Background: an optimization exercise with open tools, aiming at small area, a short achievable clock period and few clock cycles per item. Do not read the settings as production practice.
The RTL was checked by simulation tests, not by an equivalence proof against the original design.

--- design/flow/run.sh ---
#!/bin/bash
# synth_recipe.tcl (not shown) runs the flow's synth.tcl, then flattens the netlist and writes it again
# the make line also repeats each setting of config.mk as NAME=value (left out here)
make -C /OpenROAD-flow-scripts/flow DESIGN_CONFIG=/design/flow/config.mk WORK_HOME=/design/flow/orfs CLKGATE_MAP_FILE= SYNTH_SCRIPT=/design/flow/synth_recipe.tcl finish
--- design/flow/config.mk ---
export PLATFORM = sky130hd
export DESIGN_NAME = stripe_recover
export DESIGN_NICKNAME = stripe_recover
export VERILOG_FILES = /design/flow/design.v
export SDC_FILE = /design/flow/constraint.sdc
export NUM_CORES = 4
export LEC_CHECK = 0
export CAP_MARGIN = 20
export CORE_MARGIN = 2
export CORE_UTILIZATION = 40
export SLEW_MARGIN = 20
--- design/flow/constraint.sdc ---
create_clock -name core_clock -period 14.0 [get_ports {clk}]
set_input_delay 2.8000 -clock core_clock [delete_from_list [all_inputs] [get_ports {clk}]]
set_output_delay 2.8000 -clock core_clock [all_outputs]
set_load 0.01 [all_outputs]
--- design/flow/design.v ---
module stripe_recover (
    input  wire         clk,
    input  wire         rst,
    input  wire         cfg_valid,
    output wire         cfg_ready,
    input  wire [4:0]   cfg_k,
    input  wire [1:0]   cfg_m,
    input  wire [18:0]  cfg_avail,
    input  wire         in_valid,
    output wire         in_ready,
    input  wire [151:0] in_data,
    output wire         out_valid,
    input  wire         out_ready,
    output wire         out_ok,
    output wire [127:0] out_data
);
    function [7:0] gf_mul;
        input [7:0] a;
        input [7:0] b;
        reg   [7:0] x, acc;
        integer     t;
        begin
            x   = a;
            acc = 8'h00;
            for (t = 0; t < 8; t = t + 1) begin
                if (b[t])
                    acc = acc ^ x;
                x = {x[6:0], 1'b0} ^ (x[7] ? 8'h1D : 8'h00);
            end
            gf_mul = acc;
        end
    endfunction
    function [7:0] gf_inv;
        input [7:0] a;
        begin
            case (a)
            8'h00: gf_inv = 8'h00;
            8'h01: gf_inv = 8'h01;
            8'h02: gf_inv = 8'h8E;
            8'h03: gf_inv = 8'hF4;
            8'h04: gf_inv = 8'h47;
            8'h05: gf_inv = 8'hA7;
            8'h06: gf_inv = 8'h7A;
            8'h07: gf_inv = 8'hBA;
            8'h08: gf_inv = 8'hAD;
            8'h09: gf_inv = 8'h9D;
            8'h0A: gf_inv = 8'hDD;
            8'h0B: gf_inv = 8'h98;
            8'h0C: gf_inv = 8'h3D;
            8'h0D: gf_inv = 8'hAA;
            8'h0E: gf_inv = 8'h5D;
            8'h0F: gf_inv = 8'h96;
            8'h10: gf_inv = 8'hD8;
            8'h11: gf_inv = 8'h72;
            8'h12: gf_inv = 8'hC0;
            8'h13: gf_inv = 8'h58;
            8'h14: gf_inv = 8'hE0;
            8'h15: gf_inv = 8'h3E;
            8'h16: gf_inv = 8'h4C;
            8'h17: gf_inv = 8'h66;
            8'h18: gf_inv = 8'h90;
            8'h19: gf_inv = 8'hDE;
            8'h1A: gf_inv = 8'h55;
            8'h1B: gf_inv = 8'h80;
            8'h1C: gf_inv = 8'hA0;
            8'h1D: gf_inv = 8'h83;
            8'h1E: gf_inv = 8'h4B;
            8'h1F: gf_inv = 8'h2A;
            8'h20: gf_inv = 8'h6C;
            8'h21: gf_inv = 8'hED;
            8'h22: gf_inv = 8'h39;
            8'h23: gf_inv = 8'h51;
            8'h24: gf_inv = 8'h60;
            8'h25: gf_inv = 8'h56;
            8'h26: gf_inv = 8'h2C;
            8'h27: gf_inv = 8'h8A;
            8'h28: gf_inv = 8'h70;
            8'h29: gf_inv = 8'hD0;
            8'h2A: gf_inv = 8'h1F;
            8'h2B: gf_inv = 8'h4A;
            8'h2C: gf_inv = 8'h26;
            8'h2D: gf_inv = 8'h8B;
            8'h2E: gf_inv = 8'h33;
            8'h2F: gf_inv = 8'h6E;
            8'h30: gf_inv = 8'h48;
            8'h31: gf_inv = 8'h89;
            8'h32: gf_inv = 8'h6F;
            8'h33: gf_inv = 8'h2E;
            8'h34: gf_inv = 8'hA4;
            8'h35: gf_inv = 8'hC3;
            8'h36: gf_inv = 8'h40;
            8'h37: gf_inv = 8'h5E;
            8'h38: gf_inv = 8'h50;
            8'h39: gf_inv = 8'h22;
            8'h3A: gf_inv = 8'hCF;
            8'h3B: gf_inv = 8'hA9;
            8'h3C: gf_inv = 8'hAB;
            8'h3D: gf_inv = 8'h0C;
            8'h3E: gf_inv = 8'h15;
            8'h3F: gf_inv = 8'hE1;
            8'h40: gf_inv = 8'h36;
            8'h41: gf_inv = 8'h5F;
            8'h42: gf_inv = 8'hF8;
            8'h43: gf_inv = 8'hD5;
            8'h44: gf_inv = 8'h92;
            8'h45: gf_inv = 8'h4E;
            8'h46: gf_inv = 8'hA6;
            8'h47: gf_inv = 8'h04;
            8'h48: gf_inv = 8'h30;
            8'h49: gf_inv = 8'h88;
            8'h4A: gf_inv = 8'h2B;
            8'h4B: gf_inv = 8'h1E;
            8'h4C: gf_inv = 8'h16;
            8'h4D: gf_inv = 8'h67;
            8'h4E: gf_inv = 8'h45;
            8'h4F: gf_inv = 8'h93;
            8'h50: gf_inv = 8'h38;
            8'h51: gf_inv = 8'h23;
            8'h52: gf_inv = 8'h68;
            8'h53: gf_inv = 8'h8C;
            8'h54: gf_inv = 8'h81;
            8'h55: gf_inv = 8'h1A;
            8'h56: gf_inv = 8'h25;
            8'h57: gf_inv = 8'h61;
            8'h58: gf_inv = 8'h13;
            8'h59: gf_inv = 8'hC1;
            8'h5A: gf_inv = 8'hCB;
            8'h5B: gf_inv = 8'h63;
            8'h5C: gf_inv = 8'h97;
            8'h5D: gf_inv = 8'h0E;
            8'h5E: gf_inv = 8'h37;
            8'h5F: gf_inv = 8'h41;
            8'h60: gf_inv = 8'h24;
            8'h61: gf_inv = 8'h57;
            8'h62: gf_inv = 8'hCA;
            8'h63: gf_inv = 8'h5B;
            8'h64: gf_inv = 8'hB9;
            8'h65: gf_inv = 8'hC4;
            8'h66: gf_inv = 8'h17;
            8'h67: gf_inv = 8'h4D;
            8'h68: gf_inv = 8'h52;
            8'h69: gf_inv = 8'h8D;
            8'h6A: gf_inv = 8'hEF;
            8'h6B: gf_inv = 8'hB3;
            8'h6C: gf_inv = 8'h20;
            8'h6D: gf_inv = 8'hEC;
            8'h6E: gf_inv = 8'h2F;
            8'h6F: gf_inv = 8'h32;
            8'h70: gf_inv = 8'h28;
            8'h71: gf_inv = 8'hD1;
            8'h72: gf_inv = 8'h11;
            8'h73: gf_inv = 8'hD9;
            8'h74: gf_inv = 8'hE9;
            8'h75: gf_inv = 8'hFB;
            8'h76: gf_inv = 8'hDA;
            8'h77: gf_inv = 8'h79;
            8'h78: gf_inv = 8'hDB;
            8'h79: gf_inv = 8'h77;
            8'h7A: gf_inv = 8'h06;
            8'h7B: gf_inv = 8'hBB;
            8'h7C: gf_inv = 8'h84;
            8'h7D: gf_inv = 8'hCD;
            8'h7E: gf_inv = 8'hFE;
            8'h7F: gf_inv = 8'hFC;
            8'h80: gf_inv = 8'h1B;
            8'h81: gf_inv = 8'h54;
            8'h82: gf_inv = 8'hA1;
            8'h83: gf_inv = 8'h1D;
            8'h84: gf_inv = 8'h7C;
            8'h85: gf_inv = 8'hCC;
            8'h86: gf_inv = 8'hE4;
            8'h87: gf_inv = 8'hB0;
            8'h88: gf_inv = 8'h49;
            8'h89: gf_inv = 8'h31;
            8'h8A: gf_inv = 8'h27;
            8'h8B: gf_inv = 8'h2D;
            8'h8C: gf_inv = 8'h53;
            8'h8D: gf_inv = 8'h69;
            8'h8E: gf_inv = 8'h02;
            8'h8F: gf_inv = 8'hF5;
            8'h90: gf_inv = 8'h18;
            8'h91: gf_inv = 8'hDF;
            8'h92: gf_inv = 8'h44;
            8'h93: gf_inv = 8'h4F;
            8'h94: gf_inv = 8'h9B;
            8'h95: gf_inv = 8'hBC;
            8'h96: gf_inv = 8'h0F;
            8'h97: gf_inv = 8'h5C;
            8'h98: gf_inv = 8'h0B;
            8'h99: gf_inv = 8'hDC;
            8'h9A: gf_inv = 8'hBD;
            8'h9B: gf_inv = 8'h94;
            8'h9C: gf_inv = 8'hAC;
            8'h9D: gf_inv = 8'h09;
            8'h9E: gf_inv = 8'hC7;
            8'h9F: gf_inv = 8'hA2;
            8'hA0: gf_inv = 8'h1C;
            8'hA1: gf_inv = 8'h82;
            8'hA2: gf_inv = 8'h9F;
            8'hA3: gf_inv = 8'hC6;
            8'hA4: gf_inv = 8'h34;
            8'hA5: gf_inv = 8'hC2;
            8'hA6: gf_inv = 8'h46;
            8'hA7: gf_inv = 8'h05;
            8'hA8: gf_inv = 8'hCE;
            8'hA9: gf_inv = 8'h3B;
            8'hAA: gf_inv = 8'h0D;
            8'hAB: gf_inv = 8'h3C;
            8'hAC: gf_inv = 8'h9C;
            8'hAD: gf_inv = 8'h08;
            8'hAE: gf_inv = 8'hBE;
            8'hAF: gf_inv = 8'hB7;
            8'hB0: gf_inv = 8'h87;
            8'hB1: gf_inv = 8'hE5;
            8'hB2: gf_inv = 8'hEE;
            8'hB3: gf_inv = 8'h6B;
            8'hB4: gf_inv = 8'hEB;
            8'hB5: gf_inv = 8'hF2;
            8'hB6: gf_inv = 8'hBF;
            8'hB7: gf_inv = 8'hAF;
            8'hB8: gf_inv = 8'hC5;
            8'hB9: gf_inv = 8'h64;
            8'hBA: gf_inv = 8'h07;
            8'hBB: gf_inv = 8'h7B;
            8'hBC: gf_inv = 8'h95;
            8'hBD: gf_inv = 8'h9A;
            8'hBE: gf_inv = 8'hAE;
            8'hBF: gf_inv = 8'hB6;
            8'hC0: gf_inv = 8'h12;
            8'hC1: gf_inv = 8'h59;
            8'hC2: gf_inv = 8'hA5;
            8'hC3: gf_inv = 8'h35;
            8'hC4: gf_inv = 8'h65;
            8'hC5: gf_inv = 8'hB8;
            8'hC6: gf_inv = 8'hA3;
            8'hC7: gf_inv = 8'h9E;
            8'hC8: gf_inv = 8'hD2;
            8'hC9: gf_inv = 8'hF7;
            8'hCA: gf_inv = 8'h62;
            8'hCB: gf_inv = 8'h5A;
            8'hCC: gf_inv = 8'h85;
            8'hCD: gf_inv = 8'h7D;
            8'hCE: gf_inv = 8'hA8;
            8'hCF: gf_inv = 8'h3A;
            8'hD0: gf_inv = 8'h29;
            8'hD1: gf_inv = 8'h71;
            8'hD2: gf_inv = 8'hC8;
            8'hD3: gf_inv = 8'hF6;
            8'hD4: gf_inv = 8'hF9;
            8'hD5: gf_inv = 8'h43;
            8'hD6: gf_inv = 8'hD7;
            8'hD7: gf_inv = 8'hD6;
            8'hD8: gf_inv = 8'h10;
            8'hD9: gf_inv = 8'h73;
            8'hDA: gf_inv = 8'h76;
            8'hDB: gf_inv = 8'h78;
            8'hDC: gf_inv = 8'h99;
            8'hDD: gf_inv = 8'h0A;
            8'hDE: gf_inv = 8'h19;
            8'hDF: gf_inv = 8'h91;
            8'hE0: gf_inv = 8'h14;
            8'hE1: gf_inv = 8'h3F;
            8'hE2: gf_inv = 8'hE6;
            8'hE3: gf_inv = 8'hF0;
            8'hE4: gf_inv = 8'h86;
            8'hE5: gf_inv = 8'hB1;
            8'hE6: gf_inv = 8'hE2;
            8'hE7: gf_inv = 8'hF1;
            8'hE8: gf_inv = 8'hFA;
            8'hE9: gf_inv = 8'h74;
            8'hEA: gf_inv = 8'hF3;
            8'hEB: gf_inv = 8'hB4;
            8'hEC: gf_inv = 8'h6D;
            8'hED: gf_inv = 8'h21;
            8'hEE: gf_inv = 8'hB2;
            8'hEF: gf_inv = 8'h6A;
            8'hF0: gf_inv = 8'hE3;
            8'hF1: gf_inv = 8'hE7;
            8'hF2: gf_inv = 8'hB5;
            8'hF3: gf_inv = 8'hEA;
            8'hF4: gf_inv = 8'h03;
            8'hF5: gf_inv = 8'h8F;
            8'hF6: gf_inv = 8'hD3;
            8'hF7: gf_inv = 8'hC9;
            8'hF8: gf_inv = 8'h42;
            8'hF9: gf_inv = 8'hD4;
            8'hFA: gf_inv = 8'hE8;
            8'hFB: gf_inv = 8'h75;
            8'hFC: gf_inv = 8'h7F;
            8'hFD: gf_inv = 8'hFF;
            8'hFE: gf_inv = 8'h7E;
            8'hFF: gf_inv = 8'hFD;
            default: gf_inv = 8'h00;
            endcase
        end
    endfunction
    function [7:0] gf_pow;
        input [4:0] e;
        begin
            case (e)
            5'd0: gf_pow = 8'h01;
            5'd1: gf_pow = 8'h02;
            5'd2: gf_pow = 8'h04;
            5'd3: gf_pow = 8'h08;
            5'd4: gf_pow = 8'h10;
            5'd5: gf_pow = 8'h20;
            5'd6: gf_pow = 8'h40;
            5'd7: gf_pow = 8'h80;
            5'd8: gf_pow = 8'h1D;
            5'd9: gf_pow = 8'h3A;
            5'd10: gf_pow = 8'h74;
            5'd11: gf_pow = 8'hE8;
            5'd12: gf_pow = 8'hCD;
            5'd13: gf_pow = 8'h87;
            5'd14: gf_pow = 8'h13;
            5'd15: gf_pow = 8'h26;
            5'd16: gf_pow = 8'h4C;
            5'd17: gf_pow = 8'h98;
            5'd18: gf_pow = 8'h2D;
            5'd19: gf_pow = 8'h5A;
            5'd20: gf_pow = 8'hB4;
            5'd21: gf_pow = 8'h75;
            5'd22: gf_pow = 8'hEA;
            5'd23: gf_pow = 8'hC9;
            5'd24: gf_pow = 8'h8F;
            5'd25: gf_pow = 8'h03;
            5'd26: gf_pow = 8'h06;
            5'd27: gf_pow = 8'h0C;
            5'd28: gf_pow = 8'h18;
            5'd29: gf_pow = 8'h30;
            5'd30: gf_pow = 8'h60;
            5'd31: gf_pow = 8'hC0;
            default: gf_pow = 8'h01;
            endcase
        end
    endfunction
    localparam [2:0] S_IDLE = 3'd0,
                     S_SU1  = 3'd1,    
                     S_SU2  = 3'd2,    
                     S_SU3  = 3'd3,    
                     S_SU4  = 3'd4,    
                     S_CALC = 3'd5,    
                     S_MUL  = 3'd6,    
                     S_OUT  = 3'd7;    
    reg [2:0] state;
    reg [4:0]  r_k;
    reg [1:0]  r_m;
    reg [18:0] r_avail;
    reg [3:0] e_pos [0:2];      
    reg [1:0] r_row [0:2];      
    reg [1:0] ne;               
    reg       fail;             
    reg [7:0] amat [0:8];  
    reg [7:0] adj  [0:8];
    reg [7:0] det;
    reg [7:0] det_inv;
    reg [7:0] minv [0:8];
    reg [3:0] f_epos [0:2];
    reg [1:0] f_row  [0:2];
    reg [2:0] f_ne, f_nr;
    integer   fc, fa, fb;
    always @(*) begin
        f_ne = 3'd0;
        f_nr = 3'd0;
        for (fa = 0; fa < 3; fa = fa + 1) begin
            f_epos[fa] = 4'd0;
            f_row[fa]  = 2'd0;
        end
        for (fc = 0; fc < 16; fc = fc + 1) begin
            if (fc < r_k && !r_avail[fc]) begin
                if (f_ne < 3'd3)
                    f_epos[f_ne[1:0]] = fc[3:0];
                if (f_ne < 3'd4)
                    f_ne = f_ne + 3'd1;
            end
        end
        for (fc = 0; fc < 3; fc = fc + 1) begin
            if (fc < r_m && r_avail[16 + fc]) begin
                f_row[f_nr[1:0]] = fc[1:0];
                f_nr = f_nr + 3'd1;
            end
        end
    end
    reg [151:0] beat;
    reg [7:0]   syn [0:2];      
    reg [127:0] res;
    reg [7:0] s_all [0:2];
    reg [4:0] s_e;
    integer   sj, sc;
    always @(*) begin
        s_e = 5'd0;
        for (sj = 0; sj < 3; sj = sj + 1) begin
            s_all[sj] = beat[(16 + sj)*8 +: 8];
            for (sc = 0; sc < 16; sc = sc + 1)
                if (sc < r_k && r_avail[sc]) begin
                    s_e       = sj * sc;
                    s_all[sj] = s_all[sj] ^ gf_mul(gf_pow(s_e), beat[sc*8 +: 8]);
                end
        end
    end
    reg [7:0] rec [0:2];
    integer   ra, rb;
    always @(*) begin
        for (ra = 0; ra < 3; ra = ra + 1) begin
            rec[ra] = 8'h00;
            for (rb = 0; rb < 3; rb = rb + 1)
                rec[ra] = rec[ra] ^ gf_mul(minv[(ra)*3+(rb)], syn[rb]);
        end
    end
    assign cfg_ready = (state == S_IDLE);
    assign in_ready  = (state == S_IDLE);
    assign out_valid = (state == S_OUT);
    assign out_ok    = !fail;
    assign out_data  = res;
    integer i, j, c;
    always @(posedge clk) begin
        if (rst) begin
            state <= S_IDLE;
        end else begin
            case (state)
            S_IDLE: begin
                if (cfg_valid) begin
                    r_k     <= cfg_k;
                    r_m     <= cfg_m;
                    r_avail <= cfg_avail;
                    state   <= S_SU1;
                end else if (in_valid) begin
                    beat  <= in_data;
                    state <= S_CALC;
                end
            end
            S_SU1: begin
                for (i = 0; i < 3; i = i + 1) begin
                    e_pos[i] <= f_epos[i];
                    r_row[i] <= f_row[i];
                    for (j = 0; j < 3; j = j + 1) begin
                        if (i < f_ne && j < f_ne)
                            amat[(i)*3+(j)] <= gf_pow({3'd0, f_row[i]} * {1'b0, f_epos[j]});
                        else
                            amat[(i)*3+(j)] <= (i == j) ? 8'h01 : 8'h00;
                    end
                end
                ne    <= (f_ne > 3'd3) ? 2'd3 : f_ne[1:0];
                fail  <= (f_ne > f_nr);
                state <= S_SU2;
            end
            S_SU2: begin
                for (i = 0; i < 3; i = i + 1)
                    for (j = 0; j < 3; j = j + 1)
                        adj[(i)*3+(j)] <= gf_mul(amat[((j+1)%3)*3+((i+1)%3)], amat[((j+2)%3)*3+((i+2)%3)]) ^
                                     gf_mul(amat[((j+1)%3)*3+((i+2)%3)], amat[((j+2)%3)*3+((i+1)%3)]);
                det <= gf_mul(amat[(0)*3+(0)], gf_mul(amat[(1)*3+(1)], amat[(2)*3+(2)]) ^ gf_mul(amat[(1)*3+(2)], amat[(2)*3+(1)])) ^
                       gf_mul(amat[(0)*3+(1)], gf_mul(amat[(1)*3+(0)], amat[(2)*3+(2)]) ^ gf_mul(amat[(1)*3+(2)], amat[(2)*3+(0)])) ^
                       gf_mul(amat[(0)*3+(2)], gf_mul(amat[(1)*3+(0)], amat[(2)*3+(1)]) ^ gf_mul(amat[(1)*3+(1)], amat[(2)*3+(0)]));
                state <= S_SU3;
            end
            S_SU3: begin
                det_inv <= gf_inv(det);
                state   <= S_SU4;
            end
            S_SU4: begin
                for (i = 0; i < 3; i = i + 1)
                    for (j = 0; j < 3; j = j + 1)
                        minv[(i)*3+(j)] <= gf_mul(adj[(i)*3+(j)], det_inv);
                state <= S_IDLE;
            end
            S_CALC: begin
                for (i = 0; i < 3; i = i + 1)
                    syn[i] <= (i < ne) ? s_all[r_row[i]] : 8'h00;
                state <= S_MUL;
            end
            S_MUL: begin
                for (c = 0; c < 16; c = c + 1) begin
                    if (c >= r_k)
                        res[c*8 +: 8] <= 8'h00;
                    else if (r_avail[c])
                        res[c*8 +: 8] <= beat[c*8 +: 8];
                    else if (ne > 2'd0 && e_pos[0] == c[3:0])
                        res[c*8 +: 8] <= rec[0];
                    else if (ne > 2'd1 && e_pos[1] == c[3:0])
                        res[c*8 +: 8] <= rec[1];
                    else
                        res[c*8 +: 8] <= rec[2];
                end
                state <= S_OUT;
            end
            S_OUT: begin
                if (out_ready)
                    state <= S_IDLE;
            end
            default: state <= S_IDLE;
            endcase
        end
    end
endmodule
==> summary.txt <==
[cell usage in the layout (no fill, tap or decap), types with 27 or more instances in the layout]
master	n
and2_1	52
buf_4	359
nand2b_1	60
a21o_1	31
mux2_2	51
o21ai_0	356
clkdlybuf4s50_1	314
nor3_1	89
xnor2_1	2668
a221oi_1	27
nor2b_1	87
a211oi_1	143
clkbuf_16	72
o211ai_1	64
edfxtp_1	578
a31oi_1	65
nand2_1	2662
inv_1	158
nor2_1	625
o221ai_1	27
a21oi_1	420
ha_1	173
a22oi_1	108
xor2_1	870
o22ai_1	33
mux2i_1	88
nand3_1	77
[state kept, by name (all words and copies together), names as in the netlist]
name	flops
adj	72
amat	72
beat	152
det	8
det_inv	8
e_pos	8
fail	1
minv	72
ne	2
r_avail	19
r_k	5
r_m	2
r_row	5
res	128
state	3
syn	24
[how the worst max path moves through the flow]
| stage | startpoint | endpoint | slack (ns) | cells after the start |
|---|---|---|---|---|
| after floorplan | r_k[3]$_DFFE_PP_ | amat[2][4]$_SDFFCE_PN0P_ | 0.07 | 69 |
| after global placement | r_k[1]$_DFFE_PP_ | amat[5][0]$_SDFFCE_PN0P_ | -0.0006 | 60 |
| after detailed placement | r_k[1]$_DFFE_PP_ | amat[2][7]$_SDFFCE_PN0P_ | -0.05 | 60 |
| after CTS | r_k[1]$_DFFE_PP_ | amat[2][4]$_SDFFCE_PN0P_ | 0.03 | 63 |
| after global routing | r_k[1]$_DFFE_PP_ | amat[2][4]$_SDFFCE_PN0P_ | -0.07 | 68 |
| final | r_k[3]$_DFFE_PP_ | amat[0][7]$_SDFFCE_PP0P_ | 0.69 | 64 |
[final cells by class]
type / instances / area [µm²] / share of cell area, %
Antenna cell: 2 / 5.005 / 0.005436
Clock buffer: 79 / 1828 / 1.986
Clock inverter: 45 / 484.2 / 0.5259
Inverter: 178 / 668.1 / 0.7257
Multi-Input combinational cell: 9301 / 62310 / 67.68
Sequential cell: 581 / 17420 / 18.92
Tap cell: 2788 / 3488 / 3.789
Timing Repair Buffer: 676 / 5866 / 6.371
[cell families (layout without fill, tap and decap cells)]
family,after synthesis,after routing,synth area share (%)
xor+xnor,3609,3609,38.55
other cells,0,2,0
flops,581,581,20.92
buf+inv,1053,978,4.857
fa+ha+maj,182,182,2.799
compound gates,1524,1524,11.81
simple gates,3832,3832,18.91
mux,154,154,2.148
[repair_timing]
action                     CTS  global route
setup endpoints to repair    9            70
cloned                       0             1
pin swaps                    0            10
setup buffers                0            13
gates resized for setup      4            45
[through the flow]
step | cell area (µm²) | setup TNS [ns]
floorplan | 83270 | 0
global placement | 89350 | -0.0005960
detailed placement | 89380 | -0.05205
CTS | 91730 | 0
global route | 92060 | -0.3696
finish | 92070 | 0
[worst register-to-register path, delay by kind of cell (launching register included)]
family	cells	cell delay [ns]
compound gates	12	2.12
xor+xnor	4	1.00
fa+ha+maj	11	3.11
buf+inv	11	1.33
flops	1	0.49
mux	1	0.21
simple gates	25	4.85
[layer usage]
metal / vias up / track usage [%] / part of all wire, %
met5: - / 0 / 0.039
met4: 12 / 14.73 / 5.4
met3: 974 / 5.750 / 9.8
met2: 4247 / 48.78 / 44
met1: 37118 / 41.37 / 41
li1: 35338 / - / -
==> summary.txt <==
- CTS sink count: 581
- Family with the most delay on the worst path: simple AND/OR/NAND/NOR gates
- CTS tree: done
- DR vias: 77,689
- GRT Util Overall: 31.19%
- Endpoints failing setup: 0
- Die Ht: 460.2 µm
- CTS buffer count: 71
- Final Max Slew Viols: 0
- Hold path startpoint: state[2]$_SDFFE_PP0P_
- Fillers: 20,639
- Port bufs: 314
- Endpoint class of the critical path: flip-flop
- Commonest cells post-synth: xnor2_1 (2,694), nand2_1 (2,663), xor2_1 (879)
- Initial Util: 40.20%
- Core area: 207,100 µm²
- Total placed cells including tap cells: 13,510
- Rel. slew slack: 16.64%
- Finished Core Util: 44.46%
- WL per Instance: 25.08 µm
- Cell Count, Final, Fillers Out: 13,650
- Total global routing overflow: 0
- Max Clk Rate: 75.13 MHz
- Clock Latency Late Sink: 0.71 ns
- Die area: 211,800 µm²
- Nets: 11,174
- Synth top area share: 28.35%
- Post-Syn Area: 83,240 µm²
- Syn_area_per_cell: 7.612 µm²
- Worst Hold Class: flip-flop to flip-flop
- Seq cells post-synth: 581
- Share of post-route cells with drive strength above 1: 6.243%
- FF-to-FF path depth: 64
- Synthesis Warnings: 11
- Hold violation count in the final report: 0
- Vias in the first global route: 73,793
- Hpwl dp: 247.5 mm
- Synth Net Count: 11,300
- Drt drc: 0
- First-pass GRT wire length: 497.4 mm
- Leading area contributor after synthesis: xnor2_1
- Crit path DAT: 13.82 ns
- Status: complete, no violations
- Worst clock skew: 0.04944 ns
- Synth top area cells: xnor2_1 (28%), edfxtp_1 (21%), nand2_1 (12%)
- Pin count of the biggest net entering global routing: 86
- Worst path bufs/invs: 11
- CP Launch Type: flip-flop
- IO Pins: 315
- Syn-to-layout area delta: 10.60%
- Slew @ Worst Pin: 1.245 ns
- Worst reg2reg startpoint: r_k[3]$_DFFE_PP_
- Worst r2r dst: amat[0][7]$_SDFFCE_PP0P_
- DP Worst Slack: -0.05205 ns
- Max cap viols: 0
- Initial antenna violation count: 13
- Hold Worst Slack: 0.5809 ns
- Sequential share of the synthesized area: 20.92%
- Chip width: 460.2 µm
- Worst path required time: 14.51 ns
- EDFF count, synth: 578
- Clock buffer depth: 3
- Root Driver: clkbuf_16
- Final wirelength: 342.3 mm
- Antenna-violating nets left: 0
- Post-Syn Instances: 10,935
- CTS Hold Bufs: 0
- Routability cong.: 1.035
- Worst path slowest cell: or3b_2
- Min cycle time layout: 13.31 ns
- FP Rows: 167
- Setup ws final: 0.6892 ns
- Clock slew at reported path FFs: 0.06 ns
- Asr flop ratio synth: 0%
- CP dominant cell by count: ha_1
- FF-to-FF setup slack: 0.69 ns
- CP max FO: 20
- Most numerous cell in the Yosys netlist: xnor2_1
- First drt pass iteration count: 6
- Post-synth top flop: edfxtp_1
- 1st-iter DRT viols: 9,414
- Fin crit share: 95.08%
- Hold path endpoint: state[2]$_SDFFE_PP0P_
- Worst path max stage delay: 0.51 ns
- Cell variety after synth: 116
- Crit Path Category: flip-flop to flip-flop
- DR vias/cell: 5.692
- Hold depth: 2
- H-tree depth: 3
Testbench counts, summed over its fixed seeds: cycles 25,536, items 6,144.

re-timing with driven ports:
In the flow no input, the clock included, has a driving cell. The finished layout below was timed again as built, in two steps. Step 1 sets driving cells, clkbuf_16 on the clock port and buf_2 on the other inputs (assumed; they add their load-dependent delay and slew). Step 2 adds t to the input delays and takes it off the output delays; t is the mean of the earliest and latest rising clock arrival at the registers after step 1. Input paths then give back, and output paths get back, about the clock's delay inside the block. Slacks: ideal / step 1 / step 2; pairs: ideal / step 1.
shift t [ns]: 0.784
setup slack, ns: 0.689 / 0.689 / 0.689
latest minus earliest clock arrival (ns): 0.049 / 0.049
After both steps setup and hold are still met in this run. For this run, drivers alone change the setup slack by 0.000 ns; drivers and shift together by 0.000 ns.
